What follows belongs to an exercise in optimizing a design on an open flow for small area, a short achievable clock period and few clock cycles; a production flow would make more cautious choices. Where RTL was checked, it was by simulation tests only, not by an equivalence proof against the original. Function not checked in runs 1 to 3: the RTL went through the layout flow alone. Power and IR drop assume default switching activity.

===== flow/config.mk =====
export PLATFORM = sky130hd
export DESIGN_NAME = pvc_encoder
export DESIGN_NICKNAME = pvc_encoder
export VERILOG_FILES = /design/flow/design.v
export SDC_FILE = /design/flow/constraint.sdc
export NUM_CORES = 4
export LEC_CHECK = 0
export ABC_AREA = 1
export CAP_MARGIN = 20
export CORE_MARGIN = 2
export CORE_UTILIZATION = 40
export SLEW_MARGIN = 20

===== flow/constraint.sdc =====
create_clock -name core_clock -period 18.0 [get_ports {clk}]
set_input_delay 3.6000 -clock core_clock [delete_from_list [all_inputs] [get_ports {clk}]]
set_output_delay 3.6000 -clock core_clock [all_outputs]
set_load 0.01 [all_outputs]

===== flow/design.v =====
module pvc_encoder (
    input  wire        clk,
    input  wire        rst,
    input  wire        in_valid,
    output reg         in_ready,
    input  wire [19:0] in_x,
    input  wire [19:0] in_last,
    input  wire [19:0] in_desc,
    input  wire        in_force,
    input  wire        in_eob,
    output reg         r_valid,
    output reg  [19:0] r_value,
    output reg         w_valid,
    input  wire        w_ready,
    output wire [19:0] w_data,
    output reg         w_last,
    output reg  [13:0] w_bits
);
    localparam integer T = 47;           
    localparam integer N = T + 24;       
    integer i;
    reg        v0, f0, e0;
    reg [19:0] x0, l0, d0;
    reg        v1, e1;
    reg [23:0] g1;                        
    reg [3:0]  s1;                        
    reg [4:0]  w1;                        
    reg [N-1:0] buffer;
    reg [6:0]   cnt;                      
    reg [2:0]   lastpos;                  
    reg         ok;                       
    wire en1 = !v1 || ok;                 
    wire en0 = in_ready;                  
    wire ins = v1 && ok;
    always @(posedge clk) begin
        if (en0) begin
            x0 <= in_x;
            l0 <= in_last;
            d0 <= in_desc;
            f0 <= in_force;
            e0 <= in_eob;
        end
    end
    wire [2:0]  mode  = d0[19:17];
    wire        sg    = d0[16];
    wire [3:0]  q     = d0[15:12];
    wire [11:0] dband = d0[11:0];
    wire m_ex = (mode == 3'd0);
    wire m_dl = (mode == 3'd1);
    wire m_bd = (mode == 3'd2);
    wire m_db = (mode == 3'd3);
    wire m_bb = !(m_ex | m_dl | m_bd | m_db);
    reg [11:0] qmask, half;
    always @* begin
        for (i = 0; i < 12; i = i + 1) begin
            qmask[i] = (i < q);
            half[i]  = (i + 1 == q);
        end
    end
    wire [19:0] xo   = x0 | {8'd0, qmask};
    wire        rb   = |(x0[11:0] & half);
    wire        stk  = |(x0[11:0] & {1'b0, qmask[11:1]} & ~half);
    wire        lsb  = |(x0[12:1] & half);
    wire        up   = rb & (stk | lsb);
    wire        all1 = &xo[18:0];
    wire        clampblk = all1 & (sg ? ~x0[19] : x0[19]);
    wire        up2  = up & ~clampblk;
    wire [19:0] inc  = xo + 20'd1;
    wire [19:0] vp   = up2 ? inc : (x0 & ~{8'd0, qmask});
    wire [19:0] a   = m_bb ? vp : x0;
    wire [20:0] s   = {sg & a[19], a} - {sg & l0[19], l0};
    wire [19:0] dlt = s[19:0];
    wire        sneg   = s[20];
    wire        hi_nz  = |(s[19:12] ^ {8{sneg}});
    wire [11:0] tlo    = s[11:0] ^ {12{sneg}};
    wire [12:0] cmpsum = {1'b0, tlo} + {1'b0, ~dband} + {12'd0, sneg};
    wire        pass   = f0 | hi_nz | cmpsum[12];
    wire [19:0] dmag = dlt ^ {20{dlt[19]}};
    reg  [4:0]  n;
    always @* begin
        n = 5'd1;
        for (i = 0; i < 19; i = i + 1)
            if (dmag[i]) n = i[4:0] + 5'd2;
    end
    wire        dsmall = (dmag[18:14] == 5'd0);
    reg  [14:0] dmask;
    always @* begin
        dmask[0] = 1'b1;
        for (i = 1; i < 15; i = i + 1)
            dmask[i] = |(dmag[13:0] >> (i - 1));
    end
    reg [23:0] g;
    reg [3:0]  sr;                        
    reg [4:0]  w;
    always @* begin
        g = {4'd0, x0}; sr = 4'd0; w = 5'd20;
        if (m_dl) begin
            if (dsmall) begin
                g = {4'd0, dlt & {5'd0, dmask}, n[3:0]};
                w = n + 5'd4;
            end else begin
                g = {x0, 4'd0};
                w = 5'd24;
            end
        end else if (m_bd) begin
            g = {4'd0, vp}; sr = q; w = 5'd20 - {1'b0, q};
        end else if (m_db) begin
            g = pass ? {3'd0, x0, 1'b1} : 24'd0;
            w = pass ? 5'd21 : 5'd1;
        end else if (m_bb) begin
            g = pass ? {4'd0, vp | {8'd0, half}} : 24'd0;
            sr = q - 4'd1;
            w = pass ? (5'd21 - {1'b0, q}) : 5'd1;
        end
    end
    wire [19:0] r = ((m_db | m_bb) & !pass) ? l0 : ((m_bd | m_bb) ? vp : x0);
    always @(posedge clk) begin
        r_value <= r;
        if (en1) begin
            g1 <= g;
            s1 <= 4'd12 - sr;
            w1 <= w;
            e1 <= e0;
        end
    end
    wire [6:0]    sh    = cnt + {3'd0, s1};
    wire [N+35:0] big   = {{N{1'b0}}, g1, 12'd0} << sh;
    wire [N-1:0]  insv  = big[N+23:24] & {N{ins}};
    wire          emit  = w_valid && w_ready;
    wire [N-1:0]  b1    = buffer | insv;
    wire [N-1:0]  bnext = emit ? {20'd0, b1[N-1:20]} : b1;
    wire [6:0]    csum  = cnt + {2'd0, w1};
    wire [2:0]    cw    = (csum > 7'd60) ? 3'd4 : (csum > 7'd40) ? 3'd3 :
                          (csum > 7'd20) ? 3'd2 : 3'd1;
    wire [6:0]    cround = (csum > 7'd60) ? 7'd80 : (csum > 7'd40) ? 7'd60 :
                           (csum > 7'd20) ? 7'd40 : 7'd20;
    wire [4:0]    lb    = csum - cround + 7'd20;         
    wire          eins  = ins && e1;
    wire [6:0]    c1    = ins ? (e1 ? cround : csum) : cnt;
    wire [2:0]    lp1   = eins ? cw : lastpos;
    wire [6:0]    cnext = emit ? c1 - 7'd20 : c1;
    wire [2:0]    lpnext = (emit && lp1 != 3'd0) ? lp1 - 3'd1 : lp1;
    wire          v1next = en1 ? v0 : v1;
    wire          e1next = en1 ? e0 : e1;
    wire          oknext = (cnext <= T) && !(e1next && (lpnext != 3'd0));
    wire          v0next = en0 ? in_valid : v0;
    assign w_data = buffer[19:0];
    always @(posedge clk) begin
        if (rst) begin
            v0       <= 1'b0;
            v1       <= 1'b0;
            in_ready <= 1'b1;
            ok       <= 1'b1;
            buffer   <= {N{1'b0}};
            cnt      <= 7'd0;
            lastpos  <= 3'd0;
            w_valid  <= 1'b0;
            w_last   <= 1'b0;
            w_bits   <= 14'd0;
            r_valid  <= 1'b0;
        end else begin
            v0       <= v0next;
            v1       <= v1next;
            ok       <= oknext;
            in_ready <= !v0next || !v1next || oknext;
            r_valid  <= v0 && en1;
            buffer   <= bnext;
            cnt      <= cnext;
            lastpos  <= lpnext;
            w_valid  <= (cnext >= 7'd20);
            w_last   <= (lpnext == 3'd1);
            w_bits   <= (emit && w_last) ? 14'd0 :
                        w_bits + (emit ? 14'd20 : 14'd0) + (eins ? {9'd0, lb} : 14'd0);
        end
    end
endmodule

===== flow/run.sh =====
#!/bin/bash
# synth_recipe.tcl (not shown) runs the flow's synth.tcl, then flattens the netlist and writes it again
# the make line also repeats each setting of config.mk as NAME=value (left out here)
make -C /OpenROAD-flow-scripts/flow DESIGN_CONFIG=/design/flow/config.mk WORK_HOME=/design/flow/orfs CLKGATE_MAP_FILE= SYNTH_SCRIPT=/design/flow/synth_recipe.tcl finish

==> results of run 1 <==
logic make-up after synthesis:
family,count (synthesis)
AO/OA/AOI/OAI,463
XOR/XNOR,71
adder cells (fa/ha/maj),75
buffers and inverters,358
flip-flops,218
multiplexers,22
AND/OR/NAND/NOR,910
area by class of cell:
| type | count | area, µm² |
|---|---|---|
| tap | 511 | 639 |
| sequential | 218 | 5320 |
| clock inverter | 10 | 115 |
| clock buffer | 41 | 790 |
| timing repair buffer | 139 | 1350 |
| inverter | 250 | 941 |
| multi-input combinational | 1541 | 8480 |
| fill | 3837 | 19900 |
registers in the layout, summed over array words and instances, names as in the netlist, 3 cells and up:
signal	count
g1	24
w_bits	14
x0	20
lastpos	3
buffer	71
w1	5
l0	20
r_value	20
s1	4
cnt	7
d0	20
critical path, delay by kind of cell, from the launching register on:
kind | cells | cell delay [ps]
simple gates | 17 | 3680
compound gates | 10 | 1540
fa+ha+maj | 3 | 1180
buf+inv | 5 | 690
xor+xnor | 2 | 580
flops | 1 | 510
report_power, final:
group	switching, mW	leakage (nW)	internal, mW
clock network	0.230	0.436	0.320
logic	0.923	5.46	0.457
registers	0.0585	2.02	0.606
final timing paths:
path | start | endpoint | cells after the start
hold / removal | buffer[69] | buffer[69] | 2
hold reg to reg | buffer[69] | buffer[69] | 2
setup / recovery | d0[13] | w1[2] | 37
setup reg to reg | d0[13] | w1[2] | 37
metal layers:
layer  wire (µm)  share of wire  vias up
met2       22700           0.46      487
met4        2160          0.044        0
met5           0              0        -
li1            -              -     7165
met3        2840          0.058      114
met1       21300           0.44     6791
cell usage after synthesis, drive strengths merged (13+ instances only):
| library cell | n |
|---|---|
| nand2 | 520 |
| inv | 247 |
| nor2 | 207 |
| o21ai | 203 |
| dfxtp | 123 |
| a21oi | 104 |
| nand3 | 104 |
| edfxtp | 95 |
| ha | 69 |
| clkbuf | 58 |
| xor2 | 55 |
| buf | 50 |
| o22ai | 40 |
| nor3 | 37 |
| a31oi | 23 |
| mux2i | 22 |
| o211ai | 22 |
| or2 | 21 |
| a211oi | 18 |
| xnor2 | 16 |
| nand4 | 13 |
per-stage QoR:
step                power (mW)  utilization  area (µm²)  worst slack [ps]
floorplan                 1.66            -       15200             11840
global placement          2.02        0.445       16700              9690
detailed placement        2.03        0.445       16700              9610
CTS                       2.60        0.469       17600              9530
global route              2.81        0.469       17600              8670
finish                    2.59        0.469       17600              9480
==> results.ini, run 1 <==
[timing]
drv_slew=0
hold_viol_final=0
rsz0062_at_grt=no
maxSlewHeadroom=0.310
setup_viol=0
min_period_over_period=0.473
hold_slack_ps=467
fin_crit_ps=8520
max_freq_ghz=0.117
setup_tns_ps=0
fin_skew_ps=19.6
worstMarginPinSlew_ps=1030

[die]
die_h_um=199
io_pins=124
die_w_um=199
rows=71
core_um2=37600
dieArea_um2=39700
initial_core_util=0.406

[detailed_routing]
routed_wl_um=49000
drc=0
via_per_inst=5.37
dr.first_iter.drc_count=1048
drtPass1Iterations=5
vias=14600
ant_nets=0
wl_per_cell_um=18.1

[cells_and_area]
mostFrequentLayoutCell=nand2_1
fin_nets=2319
layout_common_cells=505 x nand2_1, 240 x inv_1, 198 x nor2_1
synthToLayoutAreaGrowth_pct=15.6
antennaDiodeCount=0
drive_gt1_frac=0.0637
final_cells=2710

[synth]
synth_cell_types=62
synth-compound-area-share=0.177
synth_area_um2=15200
yosys.area.top_type_share=0.187
ys_seq_area_frac=0.349
async_reset_ff_frac=0
synth_nets=2258
synth_largest_area_cell=edfxtp_1
synth_top_family_by_area=simple AND/OR/NAND/NOR gates
synth_fa_ha_area_frac=0.0645
postSynthAreaPerCell_um2=7.20
synth_cells=2117
ys_warn_count=1
synth_xor_area_frac=0.0418
ys_top_cells_by_area=edfxtp_1 19%, dfxtp_1 16%, nand2_1 12%
synth_edf_count=95
synthMuxAreaShare=0.0144
yosys.area_share.simple=0.255
synth-main-ff-cell=dfxtp_1
ys_seq_elements=218

[setup_path]
startpoint_type=flop
max_stage_delay_ps=680
crit_path_max_fanout=40
rrSetupSlack_ps=9480
crit_slowest_cell=nand3_2
crit_type=reg2reg
arrival_ps=8820
required_ps=18300
worstSetupEndpointType=flop

[place]
post-place-cells=2659
hpwl_um=36800
gp_congestion=0.957
portBuffers=123

[min_path]
hold_path.class=reg2reg

[cts]
postCtsResizedCells=0
post_cts_buffers=0
clockBufferDepth=3
cts_tree=yes
clkSlewWorstSetupHoldPaths_ps=50
clk_root_buffer_cell=clkbuf_16
clock_latency_ps=580
htree_levels=1
clkSinkCount=218
cts-hold-fix-buffers=0
cts_buffers=28

[global_routing]
grt_max_degree=57
antenna_found_initial=0
grt_pass1_vias=13800
grtUsageMet3=0.0275
grtUsageTotal=0.247
use_met2=0.409
grt_pass1_wl_um=76700
grt_util_met1=0.327
grt.overflow.total=0
top_usage_layer=met2

[run_status]
status=complete, no violations

[power]
leakage_nw=7.91
max-vdd-ir-drop_mv=0.0918
power_density_nw_per_um2=147

[job]
cap_violations=0

==> run 2: changes to the inputs <==
--- a/flow/design.v
+++ b/flow/design.v
@@ -18,3 +18,3 @@
 );
-    localparam integer T = 47;           
+    localparam integer T = 43;           
     localparam integer N = T + 24;       
@@ -23,2 +23,3 @@
     reg [19:0] x0, l0, d0;
+    reg [20:0] sx0;                       
     reg        v1, e1;
@@ -41,2 +42,3 @@
             e0 <= in_eob;
+            sx0 <= {in_desc[16] & in_x[19], in_x} - {in_desc[16] & in_last[19], in_last};
         end
@@ -52,7 +54,11 @@
     wire m_bb = !(m_ex | m_dl | m_bd | m_db);
-    reg [11:0] qmask, half;
+    wire [11:0] qmask = ~(12'hfff << q);
+    wire [11:0] half  = qmask & ~{1'b0, qmask[11:1]};
+    reg [15:0] rbv, lsbv, stkv, all1v;
     always @* begin
-        for (i = 0; i < 12; i = i + 1) begin
-            qmask[i] = (i < q);
-            half[i]  = (i + 1 == q);
+        for (i = 0; i < 16; i = i + 1) begin
+            rbv[i]   = (i >= 1 && i <= 12) ? x0[(i >= 1) ? i - 1 : 0] : 1'b0;
+            lsbv[i]  = (i <= 12) ? x0[i] : 1'b0;
+            stkv[i]  = (i >= 2 && i <= 12) ? |(x0[11:0] & ((12'd1 << ((i >= 1) ? i - 1 : 0)) - 12'd1)) : 1'b0;
+            all1v[i] = (i <= 12) ? &(x0[18:0] | ((19'd1 << i) - 19'd1)) : 1'b0;
         end
@@ -60,8 +66,7 @@
     wire [19:0] xo   = x0 | {8'd0, qmask};
-    wire        rb   = |(x0[11:0] & half);
-    wire        stk  = |(x0[11:0] & {1'b0, qmask[11:1]} & ~half);
-    wire        lsb  = |(x0[12:1] & half);
+    wire        rb   = rbv[q];
+    wire        lsb  = lsbv[q];
+    wire        stk  = stkv[q];
     wire        up   = rb & (stk | lsb);
-    wire        all1 = &xo[18:0];
-    wire        clampblk = all1 & (sg ? ~x0[19] : x0[19]);
+    wire        clampblk = all1v[q] & (sg ? ~x0[19] : x0[19]);
     wire        up2  = up & ~clampblk;
@@ -69,5 +74,8 @@
     wire [19:0] vp   = up2 ? inc : (x0 & ~{8'd0, qmask});
-    wire [19:0] a   = m_bb ? vp : x0;
-    wire [20:0] s   = {sg & a[19], a} - {sg & l0[19], l0};
-    wire [19:0] dlt = s[19:0];
+    wire [11:0] xnl  = ~x0[11:0];
+    wire [20:0] ev   = up2 ? {9'd0, qmask & xnl} : {9'h1ff, xnl | ~qmask};
+    wire [21:0] svc  = {sx0, 1'b1} + {ev, 1'b1};
+    wire [20:0] sv   = svc[21:1];
+    wire [20:0] s    = m_bb ? sv : sx0;
+    wire [19:0] dlt  = sx0[19:0];
     wire        sneg   = s[20];
@@ -144,5 +152,11 @@
     wire          e1next = en1 ? e0 : e1;
-    wire          oknext = (cnext <= T) && !(e1next && (lpnext != 3'd0));
+    wire [6:0]    c1e   = c1 - 7'd20;
+    wire [2:0]    lp1e  = (lp1 != 3'd0) ? lp1 - 3'd1 : 3'd0;
+    wire          ok_n  = (c1 <= T) && !(e1next && (lp1 != 3'd0));
+    wire          ok_e  = (c1e <= T) && !(e1next && (lp1e != 3'd0));
+    wire          oknext = emit ? ok_e : ok_n;
     wire          v0next = en0 ? in_valid : v0;
     assign w_data = buffer[19:0];
+    wire [13:0]   wb_n  = w_bits + (eins ? {9'd0, lb} : 14'd0);
+    wire [13:0]   wb_e  = wb_n + 14'd20;
     always @(posedge clk) begin
@@ -169,6 +183,5 @@
             lastpos  <= lpnext;
-            w_valid  <= (cnext >= 7'd20);
-            w_last   <= (lpnext == 3'd1);
-            w_bits   <= (emit && w_last) ? 14'd0 :
-                        w_bits + (emit ? 14'd20 : 14'd0) + (eins ? {9'd0, lb} : 14'd0);
+            w_valid  <= emit ? (c1e >= 7'd20) : (c1 >= 7'd20);
+            w_last   <= emit ? (lp1e == 3'd1) : (lp1 == 3'd1);
+            w_bits   <= emit ? (w_last ? 14'd0 : wb_e) : wb_n;
         end
==> flow/flow/run.sh (new file) <==
#!/bin/bash
# Standard ORFS layout, with setup repair aiming well below the clock period
# (the constraints are unchanged; only the repair target is tighter).
set -euo pipefail
cd "$(dirname "$0")/.."
MARGIN=$(cat flow/margin.txt)
bash standard.sh synth > synth.log 2>&1
bash standard.sh SETUP_SLACK_MARGIN=$MARGIN finish > layout.log 2>&1
==> flow/flow/margin.txt (new file) <==
12.5
==> flow/standard.sh (new file) <==
#!/bin/bash
# synth_recipe.tcl (not shown) runs the flow's synth.tcl, then flattens the netlist and writes it again
# the make line also repeats each setting of config.mk as NAME=value (left out here)
make -C /OpenROAD-flow-scripts/flow DESIGN_CONFIG=/design/flow/config.mk WORK_HOME=/design/flow/orfs CLKGATE_MAP_FILE= SYNTH_SCRIPT=/design/flow/synth_recipe.tcl "${@:-finish}"
removed: flow/run.sh
==> run 2 against run 1 <==
Still clean. Core utilization is 5.7 points higher. Register-to-register slack gained 2700 ps. Via count is 25% higher. Cell area rose by 28%. Critical path type unchanged.
==> results.ini, run 2 <==
[run_status]
status=complete, no violations  ; unchanged

[synth]
synth-main-ff-cell=dfxtp_1  ; unchanged
postSynthAreaPerCell_um2=6.94  ; was 7.20 µm²
synth_largest_area_cell=edfxtp_1  ; unchanged
ys_seq_area_frac=0.338  ; was 0.349
synth_area_um2=17400  ; was 15200 µm²
synth_edf_count=116  ; was 95
ys_seq_elements=235  ; was 218
ys_warn_count=1  ; unchanged
synth.most_common_cell=nand2_1  ; unchanged
ys_top_cells_by_count=642 x nand2_1, 302 x inv_1, 250 x o21ai_0  ; was 505 x nand2_1, 240 x inv_1, 199 x nor2_1
ys_top_cells_by_area=edfxtp_1 20%, nand2_1 14%, dfxtp_1 14%  ; was edfxtp_1 19%, dfxtp_1 16%, nand2_1 12%
synth_cells=2503  ; was 2117
yosys.area.top_type_share=0.200  ; was 0.187
synth_cell_types=50  ; was 62
async_reset_ff_frac=0  ; unchanged
synth_nets=2665  ; was 2258

[timing]
hold_viol_final=0  ; unchanged
max_freq_ghz=0.171  ; was 0.117 GHz
min_period_over_period=0.325  ; was 0.473
worstMarginPinSlew_ps=1090  ; was 1030 ps
setup_tns_ps=0  ; unchanged
drv_slew=0  ; unchanged
setup_viol=0  ; unchanged
maxSlewHeadroom=0.273  ; was 0.310
rsz0062_at_grt=yes  ; was no
fin_skew_ps=20.1  ; was 19.6 ps
fin_crit_ps=5850  ; was 8520 ps

[setup_path]
crit_top_cell=buf_4
worstSetupEndpointType=flop  ; unchanged
crit_path_max_fanout=5  ; was 40
crit_slowest_cell=edfxtp_1  ; was nand3_2
r2r_end=g1[0]  ; was w1[2]
startpoint_type=flop  ; unchanged
arrival_ps=6290  ; was 8820 ps
rrSetupSlack_ps=12150  ; was 9480 ps
reg2regPathDepth=47  ; was 37
timing.rr.start=d0[13]  ; unchanged
max_stage_delay_ps=520  ; was 680 ps
required_ps=18430  ; was 18300 ps
crit_type=reg2reg  ; unchanged

[global_routing]
antenna_found_initial=0  ; unchanged
grt_pass1_vias=17200  ; was 13800
grt_pass1_wl_um=93300  ; was 76700 µm
grt_max_degree=69  ; was 57
grtUsageTotal=0.262  ; was 0.247
grt.overflow.total=0  ; unchanged

[die]
die_h_um=212  ; was 199 µm
initial_core_util=0.404  ; was 0.406
die_w_um=212  ; was 199 µm
dieArea_um2=45100  ; was 39700 µm²
io_pins=124  ; unchanged
core_um2=43000  ; was 37600 µm²
rows=76  ; was 71

[detailed_routing]
dr.first_iter.drc_count=1792  ; was 1048
routed_wl_um=61200  ; was 49000 µm
ant_nets=0  ; unchanged
wl_per_cell_um=18.3  ; was 18.1 µm
drtPass1Iterations=5  ; unchanged
drc=0  ; unchanged
via_per_inst=5.43  ; was 5.37
vias=18200  ; was 14600

[cells_and_area]
final_util=0.526  ; was 0.469
fin_area_um2=22600  ; was 17600 µm²
drive_gt1_frac=0.188  ; was 0.0637
antennaDiodeCount=0  ; unchanged
top_register=buffer  ; unchanged
fin_nets=2900  ; was 2319
largest_reg_flops=67  ; was 71
synthToLayoutAreaGrowth_pct=30.1  ; was 15.6%
layout_common_cells=600 x nand2_1, 286 x inv_1, 222 x o21ai_0  ; was 505 x nand2_1, 240 x inv_1, 198 x nor2_1
mostFrequentLayoutCell=nand2_1  ; unchanged
largestRegisters=buffer (67), g1 (24), sx0 (21)  ; was buffer (71), g1 (24)

[power]
power_density_nw_per_um2=136  ; was 147 nW/µm²
leakage_nw=9.88  ; was 7.91 nW
max-vdd-ir-drop_mv=0.0919  ; was 0.0918 mV

[cts]
clock_latency_ps=590  ; was 580 ps
cts_tree=yes  ; unchanged
cts-hold-fix-buffers=0  ; unchanged
clkSlewWorstSetupHoldPaths_ps=60  ; was 50 ps
clockBufferDepth=3  ; unchanged
clk_root_buffer_cell=clkbuf_16  ; unchanged
htree_levels=1  ; unchanged
cts_buffers=29  ; was 28
clkSinkCount=235  ; was 218

[min_path]
holdPathStages=2  ; unchanged
hold_path_end=buffer[60]  ; was buffer[69]
hold_path.class=reg2reg  ; unchanged
hp-start=buffer[60]  ; was buffer[69]

[place]
gp_congestion=1.04  ; was 0.957
hpwl_um=41000  ; was 36800 µm
portBuffers=123  ; unchanged
dpl-instance-area_um2=18900  ; was 16700 µm²

[job]
cap_violations=0  ; unchanged

run 2: cell count changes in the layout (fill, tap and decap cells not counted), sizes merged, moves of 22 or more:
cell	delta
inv	+59
nor2	+25
a21oi	+40
xnor2	+24
ha	+22
nand2	+141
buf	+187
o21ai	+56
run 2: report_power, final:
group	internal, mW	total [mW]	switching (mW)
combinational	0.687	1.75	1.07
clock	0.334	0.572	0.239
sequential	0.659	0.739	0.0798
run 2: area by class of cell:
class | count | area [µm²]
well taps | 585 | 732
fillers | 4127 | 20400
inverters | 311 | 1210
repair buffers | 325 | 2910
clock buffers | 36 | 772
flip-flops and latches | 235 | 5870
multi-input cells | 1836 | 11000
clock inverters | 18 | 163
run 2: worst max-delay path: cells and delay by family, from the launching register on:
kind | cells | cell delay (ps)
buf+inv | 28 | 3540
compound gates | 4 | 480
flops | 1 | 520
simple gates | 15 | 1150
run 2: worst max path at each step:
stage	slack, ps	start	end
after CTS	12430	d0[13]	g1[13]
after detailed placement	10750	d0[14]	w1[4]
after global routing	11950	d0[12]	g1[15]
after floorplan	12150	in_x[0]	sx0[20]
after global placement	10860	d0[14]	w1[2]
final	12150	d0[13]	g1[0]
run 2: logic make-up (layout without fill, tap and decap cells):
kind of cell | count (synthesis) | after routing | synth area share
flops | 235 | 235 | 0.338
fa+ha+maj | 96 | 96 | 0.0713
simple gates | 1072 | 1085 | 0.254
compound gates | 550 | 550 | 0.176
xor+xnor | 90 | 90 | 0.0454
mux | 15 | 15 | 0.00864
buf+inv | 445 | 690 | 0.107
run 2: timing repair:
| item | CTS | global route |
|---|---|---|
| pin swaps | 67 | 88 |
| setup buffers | 145 | 36 |
| gates resized for setup | 146 | 184 |
| gates cloned | 12 | 3 |
| setup endpoints to repair | 121 | 84 |
run 2: through the flow:
stage          worst slack (ps)  hold slack (ps)  total power [mW]  std cells
2_1_floorplan             12150              424              1.72       2503
3_3_place_gp              10860              435              2.08       3096
3_5_place_dp              10750              444              2.10       3096
4_1_cts                   12430              459              2.85       3307
5_1_grt                   11950              495              3.28       3346
6_report                  12150              462              3.07       3346
run 2: layer usage:
metal / vias up / wire (µm) / part of all wire / GRT usage
met1: 8378 / 25200 / 0.41 / 0.332
met2: 828 / 28000 / 0.46 / 0.430
met3: 199 / 4300 / 0.070 / 0.0353
met5: - / 0 / 0 / 0
li1: 8752 / - / - / -
met4: 0 / 3660 / 0.060 / 0.143
==> run 3: changes to the inputs <==
==> flow/run.sh (new file) <==
#!/bin/bash
# synth_recipe.tcl (not shown) runs the flow's synth.tcl, then flattens the netlist and writes it again
# the make line also repeats each setting of config.mk as NAME=value (left out here)
make -C /OpenROAD-flow-scripts/flow DESIGN_CONFIG=/design/flow/config.mk WORK_HOME=/design/flow/orfs CLKGATE_MAP_FILE= SYNTH_SCRIPT=/design/flow/synth_recipe.tcl finish
removed: flow/flow/run.sh
removed: flow/flow/margin.txt
removed: flow/standard.sh
==> run 3 against run 2 <==
Still clean on timing, DRC and antenna. Critical path depth down 7. Hold slack worse by 7.5 ps. First-iteration DRC count down 24%. Cell count shrank 5.9%. Maximum frequency is 22% lower. Count of clock-buffer cells in the layout is 1 lower. Combinational power down 22%. Clock power about the same. Non-clock buffer count shrank 183. Cell area decreased by 13%. Setup slack worse by 1700 ps. Power down 13%. Critical endpoint is now w1[2]. Largest power group unchanged. Highest routed layer unchanged.
==> results.ini, run 3 <==
[run_status]
status=complete, no violations  ; unchanged

[timing]
fin_skew_ps=26.9  ; was 20.1 ps
fin_crit_ps=7550  ; was 5850 ps
maxSlewHeadroom=0.320  ; was 0.273
fin_ws_ps=10450  ; was 12150 ps
hold_viol_final=0  ; unchanged
worstMarginPinSlew_ps=1020  ; was 1090 ps
min_period_over_period=0.419  ; was 0.325
setup_viol=0  ; unchanged
setup_tns_ps=0  ; unchanged
rsz0062_at_grt=no  ; was yes
max_freq_ghz=0.133  ; was 0.171 GHz
drv_slew=0  ; unchanged
hold_slack_ps=455  ; was 462 ps

[cells_and_area]
mostFrequentLayoutCell=nand2_1  ; unchanged
largest_reg_flops=67  ; unchanged
largestRegisters=buffer (67), g1 (24), sx0 (21)  ; unchanged
layout_common_cells=642 x nand2_1, 302 x inv_1, 250 x o21ai_0  ; was 600 x nand2_1, 286 x inv_1, 222 x o21ai_0
top_register=buffer  ; unchanged
final_cells=3150  ; was 3346
final_util=0.460  ; was 0.526
drive_gt1_frac=0.0409  ; was 0.188
fin_nets=2704  ; was 2900
synthToLayoutAreaGrowth_pct=13.6  ; was 30.1%
antennaDiodeCount=0  ; unchanged
fin_area_um2=19800  ; was 22600 µm²

[synth]
postSynthAreaPerCell_um2=6.94  ; unchanged
synth_cells=2503  ; unchanged
synth_edf_count=116  ; unchanged
ys_top_cells_by_area=edfxtp_1 20%, nand2_1 14%, dfxtp_1 14%  ; unchanged
synth_cell_types=50  ; unchanged
synth.most_common_cell=nand2_1  ; unchanged
synth-main-ff-cell=dfxtp_1  ; unchanged
async_reset_ff_frac=0  ; unchanged
synth_area_um2=17400  ; unchanged
ys_seq_area_frac=0.338  ; unchanged
yosys.area.top_type_share=0.200  ; unchanged
ys_top_cells_by_count=642 x nand2_1, 302 x inv_1, 250 x o21ai_0  ; unchanged
synth_largest_area_cell=edfxtp_1  ; unchanged
synth_nets=2665  ; unchanged
ys_warn_count=1  ; unchanged
ys_seq_elements=235  ; unchanged

[die]
dieArea_um2=45100  ; unchanged
rows=76  ; unchanged
die_h_um=212  ; unchanged
die_w_um=212  ; unchanged
initial_core_util=0.404  ; unchanged
core_um2=43000  ; unchanged
io_pins=124  ; unchanged

[cts]
cts-hold-fix-buffers=0  ; unchanged
clockBufferDepth=3  ; unchanged
clkSinkCount=235  ; unchanged
post_cts_buffers=0  ; was 145
cts_buffers=29  ; unchanged
htree_levels=1  ; unchanged
cts_tree=yes  ; unchanged
clkSlewWorstSetupHoldPaths_ps=60  ; about the same
postCtsResizedCells=0  ; was 146
clk_root_buffer_cell=clkbuf_16  ; unchanged
clock_latency_ps=580  ; was 590 ps

[detailed_routing]
vias=16600  ; was 18200
route.met2.wl_um=24600  ; was 28000 µm
m1WireLength_um=24000  ; was 25200 µm
via_per_inst=5.27  ; was 5.43
ant_nets=0  ; unchanged
highest_layer=met4  ; unchanged
met3_wirelength_um=3060  ; was 4300 µm
dr.first_iter.drc_count=1366  ; was 1792
routed_wl_um=53800  ; was 61200 µm
drtPass1Iterations=6  ; was 5
drc=0  ; unchanged
wl_per_cell_um=17.1  ; was 18.3 µm

[place]
gp_congestion=0.992  ; was 1.04
portBuffers=123  ; unchanged
dpl-instance-area_um2=18800  ; was 18900 µm²
post-place-cells=3096  ; unchanged
place_ws_ps=10500  ; was 10750 ps
hpwl_um=40600  ; was 41000 µm

[power]
p_total_mw=2.68  ; was 3.07 mW
leakage_nw=8.76  ; was 9.88 nW
max-vdd-ir-drop_mv=0.0769  ; was 0.0919 mV
power_density_nw_per_um2=135  ; was 136 nW/µm²

[setup_path]
crit_slowest_cell=edfxtp_1  ; unchanged
arrival_ps=7840  ; was 6290 ps
crit_type=reg2reg  ; unchanged
required_ps=18290  ; was 18430 ps
crit_top_cell=nand2_1  ; was buf_4
worstSetupEndpointType=flop  ; unchanged
startpoint_type=flop  ; unchanged
crit_path_max_fanout=43  ; was 5
max_stage_delay_ps=740  ; was 520 ps

[global_routing]
grt.overflow.total=0  ; unchanged
antenna_found_initial=0  ; unchanged
grt_pass1_wl_um=85400  ; was 93300 µm
grt_max_degree=70  ; was 69
grt_pass1_vias=15800  ; was 17200
grtUsageTotal=0.239  ; was 0.262

[min_path]
hold_path.class=reg2reg  ; unchanged

[job]
cap_violations=0  ; unchanged

==> run 3: cell counts after synthesis <==
Identical to the previous run, type by type.
==> run 3: critical path, delay by kind of cell, from the launching register on <==
kind / cells / cell delay (ps)
AND/OR/NAND/NOR: 25 / 3210
AO/OA/AOI/OAI: 7 / 1330
buffers and inverters: 5 / 1070
flip-flops: 1 / 740
adder cells (fa/ha/maj): 2 / 670
XOR/XNOR: 1 / 240
==> run 3: path summary, 6_finish.rpt <==
path	startpoint	to	slack (ps)	depth (start not counted)
min	buffer[60]	buffer[60]	450	2
max	d0[14]	w1[2]	10450	40
max reg2reg	d0[14]	w1[2]	10450	40
min reg2reg	buffer[60]	buffer[60]	450	2
==> run 3: cell type report <==
cell class | count | area [µm²]
repair buffers | 142 | 1370
clock inverters | 19 | 178
fillers | 4428 | 23200
flip-flops and latches | 235 | 5870
inverters | 311 | 1170
well taps | 585 | 732
clock buffers | 35 | 748
multi-input cells | 1823 | 9680
==> run 3: logic make-up (layout without fill, tap and decap cells) <==
group | after synthesis | in the layout | synth area share
adder cells (fa/ha/maj) | 96 | 96 | 0.0713
XOR/XNOR | 90 | 90 | 0.0454
buffers and inverters | 445 | 507 | 0.107
multiplexers | 15 | 15 | 0.00864
AO/OA/AOI/OAI | 550 | 550 | 0.176
flip-flops | 235 | 235 | 0.338
AND/OR/NAND/NOR | 1072 | 1072 | 0.254
==> run 3: power by group <==
group	switching [mW]	internal [mW]
registers	0.0816	0.659
clock network	0.233	0.338
logic	0.889	0.475
total	1.20	1.47
==> run 3: metal layers <==
metal | global-route usage | up-vias
met3 | 0.0260 | 106
met2 | 0.396 | 553
met5 | 0.00556 | -
met1 | 0.315 | 7578
met4 | 0.101 | 0
li1 | - | 8350
==> run 4: changes to the inputs <==
--- a/flow/design.v
+++ b/flow/design.v
@@ -25,4 +25,4 @@
     reg        v1, e1;
-    reg [23:0] g1;                        
-    reg [3:0]  s1;                        
+    reg [20:0] g1;                        
+    reg [4:0]  s1;                        
     reg [4:0]  w1;                        
@@ -32,4 +32,5 @@
     reg         ok;                       
+    reg [13:0]  bacc;                     
+    reg         en0;                      
     wire en1 = !v1 || ok;                 
-    wire en0 = in_ready;                  
     wire ins = v1 && ok;
@@ -75,5 +76,5 @@
     wire [11:0] xnl  = ~x0[11:0];
-    wire [20:0] ev   = up2 ? {9'd0, qmask & xnl} : {9'h1ff, xnl | ~qmask};
-    wire [21:0] svc  = {sx0, 1'b1} + {ev, 1'b1};
-    wire [20:0] sv   = svc[21:1];
+    wire [21:0] svu  = {sx0, 1'b1} + {9'd0, qmask & xnl, 1'b1};
+    wire [21:0] svd  = {sx0, 1'b1} + {9'h1ff, xnl | ~qmask, 1'b1};
+    wire [20:0] sv   = up2 ? svu[21:1] : svd[21:1];
     wire [20:0] s    = m_bb ? sv : sx0;
@@ -81,6 +82,7 @@
     wire        sneg   = s[20];
-    wire        hi_nz  = |(s[19:12] ^ {8{sneg}});
-    wire [11:0] tlo    = s[11:0] ^ {12{sneg}};
-    wire [12:0] cmpsum = {1'b0, tlo} + {1'b0, ~dband} + {12'd0, sneg};
-    wire        pass   = f0 | hi_nz | cmpsum[12];
+    wire        gt_pos = (s[11:0] > dband);
+    wire        ge_neg = (~s[11:0] >= dband);
+    wire        p_pos  = (|s[19:12]) | gt_pos;
+    wire        p_neg  = ~(&s[19:12]) | ge_neg;
+    wire        pass   = f0 | (sneg ? p_neg : p_pos);
     wire [19:0] dmag = dlt ^ {20{dlt[19]}};
@@ -99,13 +101,13 @@
     end
-    reg [23:0] g;
-    reg [3:0]  sr;                        
+    reg [20:0] g;
+    reg [4:0]  sa;
     reg [4:0]  w;
     always @* begin
-        g = {4'd0, x0}; sr = 4'd0; w = 5'd20;
+        g = {1'b0, x0}; sa = 5'd12; w = 5'd20;
         if (m_dl) begin
             if (dsmall) begin
-                g = {4'd0, dlt & {5'd0, dmask}, n[3:0]};
+                g = {1'b0, dlt & {5'd0, dmask}, n[3:0]};
                 w = n + 5'd4;
             end else begin
-                g = {x0, 4'd0};
+                sa = 5'd16;                   
                 w = 5'd24;
@@ -113,9 +115,9 @@
         end else if (m_bd) begin
-            g = {4'd0, vp}; sr = q; w = 5'd20 - {1'b0, q};
+            g = {1'b0, vp}; sa = 5'd12 - {1'b0, q}; w = 5'd20 - {1'b0, q};
         end else if (m_db) begin
-            g = pass ? {3'd0, x0, 1'b1} : 24'd0;
+            g = pass ? {x0, 1'b1} : 21'd0;
             w = pass ? 5'd21 : 5'd1;
         end else if (m_bb) begin
-            g = pass ? {4'd0, vp | {8'd0, half}} : 24'd0;
-            sr = q - 4'd1;
+            g = pass ? {1'b0, vp | {8'd0, half}} : 21'd0;
+            sa = 5'd13 - {1'b0, q};
             w = pass ? (5'd21 - {1'b0, q}) : 5'd1;
@@ -128,3 +130,3 @@
             g1 <= g;
-            s1 <= 4'd12 - sr;
+            s1 <= sa;
             w1 <= w;
@@ -133,5 +135,6 @@
     end
-    wire [6:0]    sh    = cnt + {3'd0, s1};
-    wire [N+35:0] big   = {{N{1'b0}}, g1, 12'd0} << sh;
-    wire [N-1:0]  insv  = big[N+23:24] & {N{ins}};
+    wire [6:0]    sh    = cnt + {2'd0, s1};
+    wire [20:0]   g1g   = g1 & {21{ins}};
+    wire [N+32:0] big   = {{N{1'b0}}, g1g, 12'd0} << sh;
+    wire [N-1:0]  insv  = big[N+23:24];
     wire          emit  = w_valid && w_ready;
@@ -144,3 +147,2 @@
                            (csum > 7'd20) ? 7'd40 : 7'd20;
-    wire [4:0]    lb    = csum - cround + 7'd20;         
     wire          eins  = ins && e1;
@@ -157,6 +159,9 @@
     wire          oknext = emit ? ok_e : ok_n;
-    wire          v0next = en0 ? in_valid : v0;
+    wire          v0next = in_ready ? in_valid : v0;
     assign w_data = buffer[19:0];
-    wire [13:0]   wb_n  = w_bits + (eins ? {9'd0, lb} : 14'd0);
-    wire [13:0]   wb_e  = wb_n + 14'd20;
+    wire [13:0]   bsum  = bacc + {9'd0, w1};
+    always @(posedge clk) begin
+        if (eins)
+            w_bits <= bsum;
+    end
     always @(posedge clk) begin
@@ -165,3 +170,4 @@
             v1       <= 1'b0;
-            in_ready <= 1'b1;
+            in_ready <= 1'b0;
+            en0      <= 1'b1;
             ok       <= 1'b1;
@@ -172,3 +178,3 @@
             w_last   <= 1'b0;
-            w_bits   <= 14'd0;
+            bacc     <= 14'd0;
             r_valid  <= 1'b0;
@@ -179,2 +185,3 @@
             in_ready <= !v0next || !v1next || oknext;
+            en0      <= !(v0next && v1next && !oknext);
             r_valid  <= v0 && en1;
@@ -185,3 +192,4 @@
             w_last   <= emit ? (lp1e == 3'd1) : (lp1 == 3'd1);
-            w_bits   <= emit ? (w_last ? 14'd0 : wb_e) : wb_n;
+            if (ins)
+                bacc <= e1 ? 14'd0 : bsum;
         end
==> flow/flow/run.sh (new file) <==
#!/bin/bash
# Standard ORFS layout, with setup repair aiming well below the clock period
# (the constraints are unchanged; only the repair target is tighter).
set -euo pipefail
cd "$(dirname "$0")/.."
MARGIN=$(cat flow/margin.txt)
bash standard.sh synth > synth.log 2>&1
bash standard.sh SETUP_SLACK_MARGIN=$MARGIN finish > layout.log 2>&1
==> flow/flow/margin.txt (new file) <==
13.2
==> flow/standard.sh (new file) <==
#!/bin/bash
# synth_recipe.tcl (not shown) runs the flow's synth.tcl, then flattens the netlist and writes it again
# the make line also repeats each setting of config.mk as NAME=value (left out here)
make -C /OpenROAD-flow-scripts/flow DESIGN_CONFIG=/design/flow/config.mk WORK_HOME=/design/flow/orfs CLKGATE_MAP_FILE= SYNTH_SCRIPT=/design/flow/synth_recipe.tcl "${@:-finish}"
removed: flow/run.sh
==> run 4 against run 3 <==
Combinational power decreased by about 20%. Synthesized area increased by 6.4%. Count of clock-buffer cells in the layout rose by 8. Critical endpoint is now sx0[20]. Power is 7.0% lower. Largest power group unchanged.
==> results.ini, run 4 <==
[run_status]
status=complete, no violations  ; unchanged

[synth]
ys_top_cells_by_area=edfxtp_1 21%, nand2_1 15%, dfxtp_1 13%  ; was edfxtp_1 20%, nand2_1 14%, dfxtp_1 14%
ys_seq_area_frac=0.338  ; about the same
async_reset_ff_frac=0  ; unchanged
ys_warn_count=1  ; unchanged
yosys.area.top_type_share=0.208  ; was 0.200
synth-main-ff-cell=edfxtp_1  ; was dfxtp_1
synth_cells=2681  ; was 2503
synth_nets=2859  ; was 2665
synth.most_common_cell=nand2_1  ; unchanged
ys_top_cells_by_count=717 x nand2_1, 322 x inv_1, 272 x nor2_1  ; was 642 x nand2_1, 302 x inv_1, 250 x o21ai_0
postSynthAreaPerCell_um2=6.90  ; was 6.94 µm²
synth_largest_area_cell=edfxtp_1  ; unchanged
synth_edf_count=128  ; was 116
synth_cell_types=56  ; was 50
ys_seq_elements=248  ; was 235
synth_area_um2=18500  ; was 17400 µm²

[die]
die_h_um=219  ; was 212 µm
core_um2=45500  ; was 43000 µm²
initial_core_util=0.407  ; was 0.404
io_pins=124  ; unchanged
die_w_um=219  ; was 212 µm
dieArea_um2=48000  ; was 45100 µm²
rows=78  ; was 76

[cells_and_area]
largestRegisters=buffer (67), g1 (21), sx0 (21)  ; was buffer (67), g1 (24), sx0 (21)
layout_common_cells=671 x nand2_1, 291 x inv_1, 249 x nor2_1  ; was 642 x nand2_1, 302 x inv_1, 250 x o21ai_0
fin_nets=3055  ; was 2704
synthToLayoutAreaGrowth_pct=28.4  ; was 13.6%
drive_gt1_frac=0.188  ; was 0.0409
largest_reg_flops=67  ; unchanged
final_cells=3501  ; was 3150
top_register=buffer  ; unchanged
final_util=0.522  ; was 0.460
fin_area_um2=23800  ; was 19800 µm²
antennaDiodeCount=0  ; unchanged
mostFrequentLayoutCell=nand2_1  ; unchanged

[detailed_routing]
drtPass1Iterations=6  ; unchanged
m1WireLength_um=27900  ; was 24000 µm
drc=0  ; unchanged
vias=18800  ; was 16600
highest_layer=met4  ; unchanged
via_per_inst=5.38  ; was 5.27
route.met2.wl_um=30600  ; was 24600 µm
routed_wl_um=66500  ; was 53800 µm
met3_wirelength_um=4330  ; was 3060 µm
ant_nets=0  ; unchanged
dr.first_iter.drc_count=1666  ; was 1366
wl_per_cell_um=19.0  ; was 17.1 µm

[setup_path]
timing.rr.start=d0[12]  ; was d0[14]
r2r_end=g1[5]  ; was w1[2]
rrSetupSlack_ps=12840  ; was 10450 ps
worstSetupEndpointType=flop  ; unchanged
crit_path_max_fanout=2  ; was 43
arrival_ps=5770  ; was 7840 ps
critical_path.startpoint=in_x[0]  ; was d0[14]
crit_end=sx0[20]  ; was w1[2]
required_ps=18340  ; was 18290 ps
reg2regPathDepth=38  ; was 40
crit_type=in2reg  ; was reg2reg
startpoint_type=primary input  ; was flop

[cts]
clkSlewWorstSetupHoldPaths_ps=60  ; about the same
cts_tree=yes  ; unchanged
htree_levels=1  ; unchanged
clk_root_buffer_cell=clkbuf_16  ; unchanged
clock_latency_ps=600  ; was 580 ps
clkSinkCount=248  ; was 235
cts_buffers=30  ; was 29
clockBufferDepth=3  ; unchanged

[timing]
max_freq_ghz=0.184  ; was 0.133 GHz
worstMarginPinSlew_ps=1210  ; was 1020 ps
hold_slack_ps=442  ; was 455 ps
maxSlewHeadroom=0.194  ; was 0.320
min_period_over_period=0.302  ; was 0.419
fin_crit_ps=5430  ; was 7550 ps
drv_slew=0  ; unchanged
fin_skew_ps=20.5  ; was 26.9 ps
hold_viol_final=0  ; unchanged
fin_ws_ps=12570  ; was 10450 ps
setup_tns_ps=0  ; unchanged
rsz0062_at_grt=yes  ; was no
setup_viol=0  ; unchanged

[power]
leakage_nw=10.6  ; was 8.76 nW
power_density_nw_per_um2=105  ; was 135 nW/µm²
max-vdd-ir-drop_mv=0.0717  ; was 0.0769 mV
p_total_mw=2.49  ; was 2.68 mW

[job]
cap_violations=0  ; unchanged

[min_path]
hold_path.class=reg2reg  ; unchanged

[global_routing]
grtUsageTotal=0.273  ; was 0.239
grt_pass1_wl_um=102000  ; was 85400 µm
grt_pass1_vias=18100  ; was 15800
antenna_found_initial=0  ; unchanged
grt_max_degree=63  ; was 70
grt.overflow.total=0  ; unchanged

[place]
post-place-cells=3281  ; was 3096
hpwl_um=45900  ; was 40600 µm
dpl-instance-area_um2=20000  ; was 18800 µm²
place_ws_ps=11070  ; was 10500 ps
gp_congestion=1.01  ; was 0.992
portBuffers=123  ; unchanged

## run 4: final cells by class
| class | count | area, µm² |
|---|---|---|
| fill | 4477 | 21700 |
| multi-input combinational | 1966 | 11700 |
| sequential | 248 | 6260 |
| timing repair buffer | 291 | 2630 |
| inverter | 337 | 1320 |
| clock buffer | 43 | 913 |
| tap | 600 | 751 |
| clock inverter | 13 | 114 |
| timing repair inverter | 3 | 40.0 |
## run 4: worst min-delay path by stage
| stage | slack [ps] | startpoint | cells after the start | endpoint |
|---|---|---|---|---|
| CTS | 450 | l0[5] | 2 | r_value[5] |
| detailed placement | 430 | l0[5] | 2 | r_value[5] |
| global route | 470 | l0[10] | 2 | r_value[10] |
| floorplan | 420 | l0[0] | 2 | r_value[0] |
| global placement | 440 | l0[18] | 2 | r_value[18] |
| finish | 440 | l0[5] | 2 | r_value[5] |
## run 4: kinds of logic (layout without fill, tap and decap cells)
kind of cell	after synthesis	count (layout)	share of synthesized area
compound gates	529	529	0.161
xor+xnor	93	93	0.0440
fa+ha+maj	112	112	0.0782
buf+inv	476	687	0.107
flops	248	248	0.338
mux	7	7	0.00379
simple gates	1216	1225	0.269
## run 4: metal layers
metal | GRT usage | vias up
met1 | 0.348 | 8742
met3 | 0.0383 | 173
met5 | 0 | -
met4 | 0.134 | 0
met2 | 0.452 | 695
li1 | - | 9208
## run 4: power by group
group          total, mW  internal (mW)  switching (mW)  leakage (nW)
Clock              0.622          0.357           0.264         0.505
Combinational       1.09          0.423           0.670          7.79
Sequential         0.773          0.688          0.0851          2.33
## run 4: critical path, cell delays in order
cell	delay, ps
buf_8	90
inv_8	30
ha_4	150
fa_2	380
nand3b_1	180
nand2_2	100
nand2_2	50
nand2_2	80
a21oi_4	70
o21ai_4	160
a21oi_2	100
o21ai_2	160
a31oi_2	120
o21ai_2	150
a21oi_1	80
nor2_1	90
nor2_1	50
xnor2_1	120
## run 4: repair_timing
| action | in CTS | in global routing |
|---|---|---|
| gates resized for setup | 418 | 139 |
| hold buffers | 0 | 0 |
| buffers inserted | 106 | 44 |
| endpoints found under the setup margin | 190 | 105 |
| cloned | 13 | 1 |
| pin swaps | 88 | 70 |
Testbench counts of run 4, summed over its fixed seeds: cycles 33,907.
==> run 5: changes to the inputs <==
==> flow/flow/margin.txt (replaced) <==
12.5
==> run 5 against run 4 <==
Clock skew is 9.1 ps higher. Synthesized area unchanged. Setup slack worse by 100 ps. Global-route usage is 1.9 points lower. Die area is the same. Core utilization down 3.1 points. Sequential power fell by 0.9%. Synthesized cell count unchanged. Clock power about the same. Maximum frequency shrank 1.8%.
==> results.ini, run 5 <==
[cells_and_area]
synthToLayoutAreaGrowth_pct=20.8  ; was 28.4%
drive_gt1_frac=0.110  ; was 0.188
largestRegisters=buffer (67), g1 (21), sx0 (21)  ; unchanged
fin_nets=2979  ; was 3055
layout_common_cells=704 x nand2_1, 307 x inv_1, 256 x nor2_1  ; was 671 x nand2_1, 291 x inv_1, 249 x nor2_1
mostFrequentLayoutCell=nand2_1  ; unchanged
fin_area_um2=22400  ; was 23800 µm²
top_register=buffer  ; unchanged
largest_reg_flops=67  ; unchanged
final_util=0.491  ; was 0.522
antennaDiodeCount=0  ; unchanged

[cts]
cts_tree=yes  ; unchanged
clk_root_buffer_cell=clkbuf_16  ; unchanged
clockBufferDepth=3  ; unchanged
cts-hold-fix-buffers=0  ; unchanged
clkSlewWorstSetupHoldPaths_ps=60  ; about the same
cts_buffers=31  ; was 30
clkSinkCount=248  ; unchanged
clock_latency_ps=600  ; about the same
htree_levels=1  ; unchanged

[timing]
max_freq_ghz=0.181  ; was 0.184 GHz
worstMarginPinSlew_ps=1050  ; was 1210 ps
hold_viol_final=0  ; unchanged
maxSlewHeadroom=0.298  ; was 0.194
fin_crit_ps=5530  ; was 5430 ps
setup_tns_ps=0  ; unchanged
setup_viol=0  ; unchanged
rsz0062_at_grt=yes  ; unchanged
min_period_over_period=0.307  ; was 0.302
hold_slack_ps=433  ; was 442 ps
fin_skew_ps=29.6  ; was 20.5 ps
drv_slew=0  ; unchanged

[synth]
ys_top_cells_by_count=717 x nand2_1, 322 x inv_1, 272 x nor2_1  ; unchanged
synth_edf_count=128  ; unchanged
synth_area_um2=18500  ; unchanged
synth_cell_types=56  ; unchanged
synth.most_common_cell=nand2_1  ; unchanged
yosys.area.top_type_share=0.208  ; unchanged
synth_largest_area_cell=edfxtp_1  ; unchanged
async_reset_ff_frac=0  ; unchanged
synth_nets=2859  ; unchanged
synth_cells=2681  ; unchanged
ys_seq_elements=248  ; unchanged
ys_seq_area_frac=0.338  ; unchanged
synth-main-ff-cell=edfxtp_1  ; unchanged
ys_warn_count=1  ; unchanged
postSynthAreaPerCell_um2=6.90  ; unchanged
ys_top_cells_by_area=edfxtp_1 21%, nand2_1 15%, dfxtp_1 13%  ; unchanged

[min_path]
hold_path_end=r_value[8]  ; was r_value[5]
holdPathStages=2  ; unchanged
hold_path.class=reg2reg  ; unchanged
hp-start=l0[8]  ; was l0[5]

[job]
cap_violations=0  ; unchanged

[detailed_routing]
wl_per_cell_um=18.3  ; was 19.0 µm
dr.first_iter.drc_count=1400  ; was 1666
ant_nets=0  ; unchanged
vias=18200  ; was 18800
drc=0  ; unchanged
routed_wl_um=62700  ; was 66500 µm
drtPass1Iterations=7  ; was 6
via_per_inst=5.31  ; was 5.38

[die]
io_pins=124  ; unchanged
die_w_um=219  ; unchanged
die_h_um=219  ; unchanged
initial_core_util=0.407  ; unchanged
core_um2=45500  ; unchanged
dieArea_um2=48000  ; unchanged
rows=78  ; unchanged

[setup_path]
crit_path_max_fanout=2  ; unchanged
critPathBufInv=2  ; unchanged
cp_top_family=compound AO/OA/AOI/OAI gates  ; unchanged
r2r_end=g1[6]  ; was g1[5]
max_stage_delay_ps=330  ; was 380 ps
required_ps=18350  ; was 18340 ps
arrival_ps=5890  ; was 5770 ps
startpoint_type=primary input  ; unchanged
rrSetupSlack_ps=12790  ; was 12840 ps
path_cells=buf_8, inv_8, ha_4, fa_2, nand3b_1, nand2_2, nand2_2, nand2_2, a21oi_2, o21ai_2, a21oi_2, o21ai_2, a31oi_2, o21ai_2, a21oi_2, nor2_1, nor2_1, xnor2_1  ; was buf_8, inv_8, ha_4, fa_2, nand3b_1, nand2_2, nand2_2, nand2_2, a21oi_4, o21ai_4, a21oi_2, o21ai_2, a31oi_2, o21ai_2, a21oi_1, nor2_1, nor2_1, xnor2_1
reg2regPathDepth=37  ; was 38
timing.rr.start=d0[12]  ; unchanged
worstSetupEndpointType=flop  ; unchanged
crit_type=in2reg  ; unchanged
crit_slowest_cell=fa_2  ; unchanged

[power]
p_total_mw=2.38  ; was 2.49 mW
power_density_nw_per_um2=106  ; was 105 nW/µm²
p_seq_frac=0.322  ; was 0.311
power.share.clock=0.263  ; was 0.250
max-vdd-ir-drop_mv=0.0780  ; was 0.0717 mV
leakage_nw=10.1  ; was 10.6 nW
combPwrFrac=0.416  ; was 0.439
p_int_mw=1.43  ; was 1.47 mW
switching_share=0.401  ; was 0.410
p_sw_uw=953  ; was 1.02 mW

[global_routing]
grt.overflow.total=0  ; unchanged
grt_pass1_wl_um=95800  ; was 102000 µm
antenna_found_initial=0  ; unchanged
grt_pass1_vias=17500  ; was 18100
grtUsageTotal=0.253  ; was 0.273
grt_max_degree=62  ; was 63

[place]
hpwl_um=45900  ; about the same
portBuffers=123  ; unchanged
gp_congestion=1.02  ; was 1.01
dpl-instance-area_um2=20000  ; about the same

[run_status]
status=complete, no violations  ; unchanged

run 5: cell counts after synthesis:
No cell type changed its count.
run 5: metrics by stage:
| stage | setup slack, ps | std cells |
|---|---|---|
| 3_3_place_gp | 11080 | 3284 |
| 4_1_cts | 12500 | 3375 |
| 6_report | 12470 | 3426 |
| 2_1_floorplan | 12070 | 2681 |
| 3_5_place_dp | 11040 | 3284 |
| 5_1_grt | 12340 | 3426 |
run 5: worst reg2reg max path, delay by kind of cell, from the launching register on:
kind | cells | cell delay (ps)
adders and majority gates | 3 | 870
buffers and inverters | 8 | 1040
DFF | 1 | 370
and+or+nand+nor | 18 | 1490
AOI/OAI and AO/OA | 8 | 1210
run 5: layout make-up:
class / instances / area (µm²)
multi-input combinational: 1959 / 10900
clock inverter: 9 / 96.3
fill: 4660 / 23100
inverter: 337 / 1310
sequential: 248 / 6250
timing repair buffer: 224 / 2090
clock buffer: 49 / 926
tap: 600 / 751
run 5: worst max-delay path by stage:
| stage | startpoint | to | slack [ps] | depth (start not counted) |
|---|---|---|---|---|
| final | in_x[0] | sx0[20] | 12470 | 18 |
| after global routing | in_x[0] | sx0[20] | 12340 | 18 |
| after CTS | d0[12] | g1[6] | 12500 | 35 |
| after detailed placement | in_x[0] | sx0[20] | 11040 | 18 |
| after global placement | in_x[0] | sx0[20] | 11080 | 18 |
| after floorplan | in_x[0] | sx0[20] | 12070 | 17 |
run 5: kinds of logic after synthesis:
| logic type | count (synthesis) | share of synthesized area |
|---|---|---|
| fa+ha+maj | 112 | 0.0782 |
| flops | 248 | 0.338 |
| buf+inv | 476 | 0.107 |
| compound gates | 529 | 0.161 |
| simple gates | 1216 | 0.269 |
| xor+xnor | 93 | 0.0440 |
| mux | 7 | 0.00379 |
run 5: timing repair:
item / 4_1_cts / 5_1_grt
pin swaps: 22 / 36
gates cloned: 0 / 7
resized for setup: 47 / 140
endpoints found under the setup margin: 97 / 77
setup buffers: 33 / 44
run 5: per-layer routing:
metal / part of all wire / routed length [µm] / global-route usage
met5: 0 / 0 / 0
met4: 0.036 / 2250 / 0.0899
met3: 0.054 / 3370 / 0.0262
met2: 0.47 / 29400 / 0.432
met1: 0.44 / 27700 / 0.333
run 5: power by group through the flow:
stage | Clock [mW] | Sequential [mW] | Combinational, mW
final | 0.624 | 0.766 | 0.988
after global routing | 0.662 | 0.772 | 1.10
after CTS | 0.636 | 0.766 | 0.910
after detailed placement | 0 | 0.779 | 0.885
after global placement | 0 | 0.780 | 0.875
after floorplan | 0 | 0.734 | 0.652
==> run 6: changes to the inputs <==
==> flow/flow/run.sh (replaced) <==
#!/bin/bash
# Standard ORFS layout; setup repair aims below the clock period (the SDC is
# unchanged, only repair_timing's margin). Extra make settings: flow/knobs.txt.
set -euo pipefail
cd "$(dirname "$0")/.."
KNOBS=$(cat flow/knobs.txt)
bash standard.sh synth > synth.log 2>&1
bash standard.sh $KNOBS finish > layout.log 2>&1
==> flow/flow/knobs.txt (new file) <==
SETUP_SLACK_MARGIN=12.5 TNS_END_PERCENT=5
removed: flow/flow/margin.txt
==> run 6 against run 5 <==
Clock power up 4.2%. Largest cell class unchanged. Hold slack better by 9.2 ps. Core utilization shrank 0.13 points. Count of clock-buffer cells in the layout decreased by 16. Largest power group unchanged.
==> results.ini, run 6 <==
[min_path]
hold_path.class=reg2reg  ; unchanged

[synth]
synth_cell_types=56  ; unchanged
synth-main-ff-cell=edfxtp_1  ; unchanged
ys_seq_area_frac=0.338  ; unchanged
synth_nets=2859  ; unchanged
ys_seq_elements=248  ; unchanged
synth_area_um2=18500  ; unchanged
yosys.area.top_type_share=0.208  ; unchanged
synth_cells=2681  ; unchanged
ys_top_cells_by_count=717 x nand2_1, 322 x inv_1, 272 x nor2_1  ; unchanged
synth_edf_count=128  ; unchanged
ys_top_cells_by_area=edfxtp_1 21%, nand2_1 15%, dfxtp_1 13%  ; unchanged
synth.most_common_cell=nand2_1  ; unchanged
async_reset_ff_frac=0  ; unchanged
synth_largest_area_cell=edfxtp_1  ; unchanged
postSynthAreaPerCell_um2=6.90  ; unchanged
ys_warn_count=1  ; unchanged

[detailed_routing]
ant_nets=0  ; unchanged
drc=0  ; unchanged
vias=18200  ; about the same
wl_per_cell_um=18.4  ; was 18.3 µm
via_per_inst=5.31  ; about the same
dr.first_iter.drc_count=1775  ; was 1400
routed_wl_um=63000  ; was 62700 µm
drtPass1Iterations=5  ; was 7

[global_routing]
grt.overflow.total=0  ; unchanged
grt_max_degree=61  ; was 62
grt_pass1_wl_um=95400  ; was 95800 µm
grt_pass1_vias=17000  ; was 17500
grtUsageTotal=0.253  ; about the same
antenna_found_initial=0  ; unchanged

[setup_path]
max_stage_delay_ps=380  ; was 330 ps
critPathBufInv=1  ; was 2
crit_type=in2reg  ; unchanged
arrival_ps=5950  ; was 5890 ps
cp_top_family=compound AO/OA/AOI/OAI gates  ; unchanged
worstSetupEndpointType=flop  ; unchanged
crit_path_max_fanout=2  ; unchanged
crit_slowest_cell=fa_2  ; unchanged
startpoint_type=primary input  ; unchanged
required_ps=18340  ; was 18350 ps
path_cells=clkbuf_2, ha_4, fa_2, nand3b_1, nand2_2, nand2_1, nand2_2, a21oi_2, o21ai_2, a21oi_2, o21ai_2, a31oi_2, o21ai_2, a21oi_2, nor2_1, nor2_1, xnor2_1  ; was buf_8, inv_8, ha_4, fa_2, nand3b_1, nand2_2, nand2_2, nand2_2, a21oi_2, o21ai_2, a21oi_2, o21ai_2, a31oi_2, o21ai_2, a21oi_2, nor2_1, nor2_1, xnor2_1

[cts]
cts_buffers=30  ; was 31
clk_root_buffer_cell=clkbuf_16  ; unchanged
htree_levels=1  ; unchanged
clkSlewWorstSetupHoldPaths_ps=60  ; about the same
clock_latency_ps=600  ; about the same
cts-hold-fix-buffers=0  ; unchanged
clkSinkCount=248  ; unchanged
cts_tree=yes  ; unchanged
clockBufferDepth=3  ; unchanged

[die]
rows=78  ; unchanged
die_w_um=219  ; unchanged
dieArea_um2=48000  ; unchanged
die_h_um=219  ; unchanged
initial_core_util=0.407  ; unchanged
io_pins=124  ; unchanged
core_um2=45500  ; unchanged

[place]
portBuffers=123  ; unchanged
dpl-instance-area_um2=20000  ; about the same
place_ws_ps=11060  ; was 11040 ps
gp_congestion=1.03  ; was 1.02
hpwl_um=46600  ; was 45900 µm

[power]
max-vdd-ir-drop_mv=0.0864  ; was 0.0780 mV
p_sw_uw=964  ; was 953 µW
p_total_mw=2.40  ; was 2.38 mW
power.share.clock=0.271  ; was 0.263
power_density_nw_per_um2=108  ; was 106 nW/µm²
combPwrFrac=0.409  ; was 0.416
p_int_mw=1.44  ; was 1.43 mW
switching_share=0.402  ; was 0.401
p_seq_frac=0.320  ; was 0.322
leakage_nw=10.1  ; about the same

[timing]
setup_tns_ps=0  ; unchanged
fin_skew_ps=25.5  ; was 29.6 ps
hold_viol_final=0  ; unchanged
fin_crit_ps=5620  ; was 5530 ps
worstMarginPinSlew_ps=1010  ; was 1050 ps
rsz0062_at_grt=yes  ; unchanged
drv_slew=0  ; unchanged
maxSlewHeadroom=0.323  ; was 0.298
fin_ws_ps=12390  ; was 12470 ps
max_freq_ghz=0.178  ; was 0.181 GHz
setup_viol=0  ; unchanged
min_period_over_period=0.312  ; was 0.307

[cells_and_area]
largest_reg_flops=67  ; unchanged
fin_nets=2982  ; was 2979
synthToLayoutAreaGrowth_pct=20.5  ; was 20.8%
drive_gt1_frac=0.102  ; was 0.110
fin_area_um2=22300  ; was 22400 µm²
antennaDiodeCount=0  ; unchanged
mostFrequentLayoutCell=nand2_1  ; unchanged
top_register=buffer  ; unchanged
largestRegisters=buffer (67), g1 (21), sx0 (21)  ; unchanged
layout_common_cells=709 x nand2_1, 310 x inv_1, 260 x nor2_1  ; was 704 x nand2_1, 307 x inv_1, 256 x nor2_1

[run_status]
status=complete, no violations  ; unchanged

[job]
cap_violations=0  ; unchanged

## run 6: cell counts after synthesis
Identical to the previous run, type by type.
## run 6: kinds of logic (layout without fill, tap and decap cells)
group / count (synthesis) / in the layout / synth area share
AOI/OAI and AO/OA: 529 / 529 / 0.161
xor gates and xnor gates: 93 / 93 / 0.0440
adders and majority gates: 112 / 112 / 0.0782
buffers and inverters: 476 / 622 / 0.107
DFF: 248 / 248 / 0.338
muxes: 7 / 7 / 0.00379
and+or+nand+nor: 1216 / 1217 / 0.269
## run 6: repair_timing
item | 4_1_cts | 5_1_grt
pin swaps | 14 | 37
buffers inserted | 18 | 64
endpoints found under the setup margin | 55 | 96
gates cloned | 0 | 5
resized for setup | 35 | 107
## run 6: cell type report
| class | count | area (µm²) |
|---|---|---|
| Fill cell | 4656 | 23200 |
| Multi-Input combinational cell | 1958 | 10800 |
| Sequential cell | 248 | 6250 |
| Timing Repair Buffer | 229 | 2150 |
| Inverter | 337 | 1310 |
| Clock buffer | 33 | 772 |
| Tap cell | 600 | 751 |
| Clock inverter | 23 | 284 |
## run 6: final timing paths
| path | slack (ps) | start | cells past startpoint | endpoint |
|---|---|---|---|---|
| setup / recovery | 12390 | in_last[0] | 17 | sx0[20] |
| setup reg to reg | 12740 | d0[12] | 33 | g1[1] |
| hold / removal | 440 | l0[1] | 2 | r_value[1] |
| hold reg to reg | 440 | l0[1] | 2 | r_value[1] |
## run 6: power by group through the flow
stage | Sequential, mW | Clock (mW) | Combinational, mW
after floorplan | 0.734 | 0 | 0.652
final | 0.767 | 0.650 | 0.983
after detailed placement | 0.782 | 0 | 0.889
after global routing | 0.772 | 0.684 | 1.09
after CTS | 0.770 | 0.663 | 0.906
after global placement | 0.783 | 0 | 0.881
## run 6: layer usage
layer  wire (µm)  vias up  GRT usage  share of wire
li1            -     9034          -              -
met1       27800     8444      0.338           0.44
met2       29400      597      0.425           0.47
met3        3460      116     0.0284          0.055
met4        2280        0     0.0854          0.036
met5           0        -          0              0
## run 6: stage by stage
| stage | instances | util | hold WS [ps] |
|---|---|---|---|
| floorplan | 2681 | - | 420 |
| global placement | 3285 | 0.439 | 423 |
| detailed placement | 3285 | 0.439 | 432 |
| CTS | 3359 | 0.468 | 443 |
| global route | 3428 | 0.490 | 466 |
| finish | 3428 | 0.490 | 442 |
## run 6: worst register-to-register path, delay by kind of cell (launching register included)
family          cells  cell delay [ps]
flops               1              430
fa+ha+maj           4             1030
buf+inv             5              640
compound gates      5              980
simple gates       19             1960

==> separate check: timing with driven ports <==
In the flow no input, the clock included, has a driving cell. The finished layouts below were timed again as built, in two steps.
Step 1: set_driving_cell puts a clkbuf_16 on clk and a buf_2 on each other input, an assumption about the parent block.
Step 2, shift: input delay + t, output delay - t, t = (earliest + latest rising clock arrival at the registers) / 2. This alone moves slack from input paths to output paths.
Slacks: ideal ports / drivers / drivers and shift; pairs: ideal ports / drivers.
run | t (ns) | setup slack, ns | worst setup path at the end | slew at the worst register clock pin (ns) | pins driven straight from the clock port
run 1 | 0.628 | 9.485 / 9.485 / 9.485 | register to register | 0.07 / 0.07 | 1
run 2 | 0.632 | 12.146 / 12.146 / 11.811 | input to register | 0.06 / 0.06 | 1
run 3 | 0.623 | 10.453 / 10.453 / 10.453 | register to register | 0.06 / 0.06 | 1
run 4 | 0.651 | 12.566 / 12.574 / 11.924 | input to register | 0.08 / 0.08 | 1
run 5 | 0.642 | 12.466 / 12.472 / 11.830 | input to register | 0.07 / 0.07 | 1
run 6 | 0.645 | 12.385 / 12.410 / 11.765 | input to register | 0.08 / 0.08 | 1
After both steps setup and hold are still met in every run listed. For run 4, which loses most, drivers alone change the setup slack by +0.008 ns; drivers and shift together by -0.642 ns.
